From an optimization exercise on the open Yosys and OpenROAD flow, aimed at small area, a short achievable clock period and few clock cycles per item; shortcuts taken in it are not production practice. Function was checked by simulation only, so behaviour that the tests miss may differ from the original.

==> v4 <==
## tile_alu
module tile_alu (
    input  wire        clk,
    input  wire        rst,
    input  wire        in_valid,
    output wire        in_ready,
    input  wire        in_first,      
    input  wire [7:0]  in_op,
    input  wire [1:0]  in_mod,
    input  wire [17:0] in_srca,       
    input  wire [17:0] in_srcb,       
    input  wire [39:0] in_a,          
    input  wire        in_at,
    input  wire [39:0] in_b,          
    input  wire        in_bt,
    input  wire [39:0] in_hi,         
    input  wire        in_ht,
    input  wire [39:0] in_d,          
    input  wire        in_dt,
    output reg         out_valid,
    output reg         out_wr,        
    output reg  [39:0] out_res,       
    output reg         out_t,         
    output reg         out_sat,       
    output reg         out_chk,       
    output reg         out_c,         
    output reg         out_ct         
);
clock: 24.0 ns
lec_check: 0
abc_clock_period_in_ps: 6000
cap_margin: 20
core_margin: 2
core_utilization: 40
place_density: 0.5
slew_margin: 20
standard.sh (not shown) runs the stock make flow with config.mk's settings and CLKGATE_MAP_FILE= SYNTH_SCRIPT=/design/flow/synth_recipe.tcl, a recipe that flattens the netlist after the stock synthesis.
==> flow/flow/run.sh <==
#!/bin/bash
set -uo pipefail
MARGIN=${MARGIN:-17}
bash standard.sh SETUP_SLACK_MARGIN=$MARGIN finish > standard.log 2>&1
status=$?
tail -20 standard.log
exit $status
==> v28: changes against v4 <==
==> flow/run.sh (new file) <==
#!/bin/bash
# synth_recipe.tcl (not shown) runs the flow's synth.tcl, then flattens the netlist and writes it again
# the make line also repeats each setting of config.mk as NAME=value (left out here)
make -C /OpenROAD-flow-scripts/flow DESIGN_CONFIG=/design/flow/config.mk WORK_HOME=/design/flow/orfs CLKGATE_MAP_FILE= SYNTH_SCRIPT=/design/flow/synth_recipe.tcl finish
removed: flow/flow/run.sh
removed: flow/standard.sh
==> summary.txt <==
Worst setup path
  • WP data arrival: 7.38 ns

STA
  • Period utilization: 28.09%

Detailed routing
  • Total Wirelength: 475.3 mm
  • Vias: 85960

Run status
  • Status: finished clean

Clock network
  • Post-CTS setup buffer count: 2
That was v4.
==> summary.txt <==
Detailed routing
  • Vias: 85870
  • Total Wirelength: 475.6 mm

Run status
  • Status: finished clean
That was v28.
Testbench counts of v4, summed over its fixed seeds: cycles 160,032, slots 160,000.
Testbench counts of v28, summed over its fixed seeds: cycles 160,032, slots 160,000.

* * *

==> inputs of 06-02 <==
tile_alu, a different RTL version from the one above (not shown whole).
==> flow/config.mk <==
export PLATFORM = sky130hd
export DESIGN_NAME = tile_alu
export DESIGN_NICKNAME = tile_alu
export VERILOG_FILES = /design/flow/design.v
export SDC_FILE = /design/flow/constraint.sdc
export NUM_CORES = 4
export LEC_CHECK = 0
export ABC_CLOCK_PERIOD_IN_PS = 6000
export CAP_MARGIN = 20
export CORE_MARGIN = 2
export CORE_UTILIZATION = 40
export PLACE_DENSITY = 0.5
export SLEW_MARGIN = 20
==> flow/constraint.sdc <==
create_clock -name core_clock -period 24.0 [get_ports {clk}]
set_input_delay 4.8000 -clock core_clock [delete_from_list [all_inputs] [get_ports {clk}]]
set_output_delay 4.8000 -clock core_clock [all_outputs]
set_load 0.01 [all_outputs]
==> flow/flow/run.sh <==
#!/bin/bash
set -uo pipefail
MARGIN=${MARGIN:-17.8}
bash standard.sh SETUP_SLACK_MARGIN=$MARGIN finish > standard.log 2>&1
status=$?
tail -20 standard.log
exit $status
==> inputs of 09-27, as changes to 06-02 <==
==> flow/flow/run.sh (replaced) <==
#!/bin/bash
set -uo pipefail
MARGIN=${MARGIN:-18}
bash standard.sh SETUP_SLACK_MARGIN=$MARGIN \
  "BUFFER_PORTS_ARGS=-buffer_cell sky130_fd_sc_hd__buf_2" finish > standard.log 2>&1
status=$?
tail -20 standard.log
exit $status
==> inputs of 11-12, as changes to 06-02 <==
--- a/flow/design.v
+++ b/flow/design.v
@@ -51,13 +51,13 @@
     reg         o_mov, o_add, o_sub, o_min, o_max, o_abs, o_neg, o_clamp, o_sel, o_cmplt,
                 o_cmple, o_shl, o_shr, o_ldi, o_macz, o_mac, o_msu, o_accst, o_muls,
                 o_integ, o_chk;
     always @(posedge clk) begin
         v0 <= rst ? 1'b0 : in_valid;
         first0 <= in_first;
-        a0 <= in_a;  b0 <= b0_n;  hi0 <= in_hi;  d0 <= in_d;
+        a0 <= in_a;  b0 <= b0_n;  hi0 <= in_hi;  d0 <= (in_op == OP_CLAMP) ? 40'd0 : in_d;
         at0 <= in_at; bt0 <= in_bt; ht0 <= in_ht; dt0 <= in_dt;
         mod0 <= in_mod;
         mneg0 <= (in_mod == 2'b01) & !(i_nop | i_ldi | i_accst);
         o_mov <= in_op == OP_MOV; o_add <= in_op == OP_ADD; o_sub <= in_op == OP_SUB;
         o_min <= in_op == OP_MIN; o_max <= in_op == OP_MAX; o_abs <= in_op == OP_ABS;
         o_neg <= in_op == OP_NEG; o_clamp <= in_op == OP_CLAMP; o_sel <= in_op == OP_SEL;
@@ -116,18 +116,13 @@
     wire        himax   = hi0 == MAX40;
     wire        himin   = hi0 == MIN40;
     wire        bad     = {~b0[39], b0[38:0]} > {~hi0[39], hi0[38:0]};
     wire        i_lt_b  = integ_ovf ? (integ_neg & !bmin) : j1[41];
     wire        i_gt_hi = integ_ovf ? (!integ_neg & !himax) : !j2[41];
     wire        i_eq_hi = integ_ovf ? (integ_neg ? himin : himax) : j2_m1;
-    wire [40:0] ah      = {hi0[39], hi0} + ~x41 + {40'd0, !mci};
-    wire        a_gt_hi = ah[40];
-    wire        y_lt_b    = o_integ ? i_lt_b : lt;
-    wire        y_gt_hi   = o_integ ? i_gt_hi : a_gt_hi;
-    wire [39:0] cy        = o_integ ? integ_x : a1_n;
-    wire [39:0] clamp_res = bad ? hi0 : (y_lt_b ? b0 : (y_gt_hi ? hi0 : cy));
+    wire [39:0] clamp_res = bad ? hi0 : (i_lt_b ? b0 : (i_gt_hi ? hi0 : integ_x));
     wire        integ_c   = bad ? !i_eq_hi : (i_lt_b | i_gt_hi);
     wire        pick_a = o_mov | o_abs | o_neg | o_shl | o_shr | (o_min & lt) | (o_max & !lt) | (o_sel & c_cur);
     wire        pick_b = o_ldi | (o_min & !lt) | (o_max & lt) | (o_sel & !c_cur);
     wire        pick_s = o_add | o_sub;
     wire        pick_c = o_clamp | o_integ;
     wire [39:0] res1_n = ({40{pick_a}} & a1_n) | ({40{pick_b}} & b0) |
==> flow/flow/run.sh (replaced) <==
#!/bin/bash
set -uo pipefail
MARGIN=${MARGIN:-18}
bash standard.sh SETUP_SLACK_MARGIN=$MARGIN \
  "BUFFER_PORTS_ARGS=-buffer_cell sky130_fd_sc_hd__buf_2" finish > standard.log 2>&1
status=$?
tail -20 standard.log
exit $status
==> summary.txt <==
metric	09-27	11-12	06-02
Post CTS Setup Buffer Count	26	49	20
End point of the critical path	ps1[37]	res1[24]	ps1[49]
Core Util, Final	45.09%	45.12%	45.29%
Inst Count DP	12,400	12,110	12,410
Worst-case hold slack	327.4 ps	306.0 ps	324.8 ps
Crit-path max cell delay	600 ps	540 ps	850 ps
Total Die Area	212,100 um^2	209,100 um^2	212,100 um^2
Fraction of the mapped netlist area in adder cells	29.96%	29.74%	29.96%
Relative max-transition margin	23.04%	17.84%	17.17%
Number of inverters outside the clock class in the layout	926	902	926
Placed cell areas	87,990 um^2	86,790 um^2	89,330 um^2
Worst min-delay path endpoint	out_wr	ct2	out_wr
Global routing met2 resource utilization	61.55%	61.92%	61.39%
Run status	complete, no violations	complete, no violations	complete, no violations
Data arrival time of the worst path	6650 ps	6710 ps	6920 ps
Area used by multi-input combinational logic	65,770 um^2	64,910 um^2	65,670 um^2
Testbench counts of 06-02, summed over its fixed seeds: cycles 160,032, slots 160,000.
Testbench counts of 09-27, summed over its fixed seeds: cycles 160,032, slots 160,000.
Testbench counts of 11-12, summed over its fixed seeds: cycles 160,032, slots 160,000.

[static timing again, ports no longer ideal]
The flow's constraints put no driver on any port. The routed layouts listed below were extracted and timed again, unchanged, in two steps. Step 1, drivers: a clkbuf_16 drives clk and a buf_2 each remaining input, both assumed. Step 2, shift: input delay + t, output delay - t, t = (earliest + latest rising clock arrival at the registers) / 2. This alone moves slack from input paths to output paths. Three values: no drivers, after step 1, after step 2; two values: the first two.
| run | t, ns | slack for setup (ns) | worst register clock-pin slew, ns |
|---|---|---|---|
| v4 | 0.881 | 17.258 / 17.258 / 16.804 | 0.08 / 0.08 |
| v28 | 0.871 | 15.962 / 15.962 / 15.962 | 0.08 / 0.08 |
| 06-02 | 0.822 | 17.733 / 17.733 / 17.075 | 0.08 / 0.08 |
| 09-27 | 0.823 | 17.948 / 17.944 / 17.370 | 0.07 / 0.07 |
| 11-12 | 0.803 | 17.852 / 17.852 / 17.327 | 0.09 / 0.09 |
After both steps every run listed still meets setup and hold. The setup slack of 06-02, which loses most, moves by 0.000 ns with the drivers and by -0.658 ns with both steps.
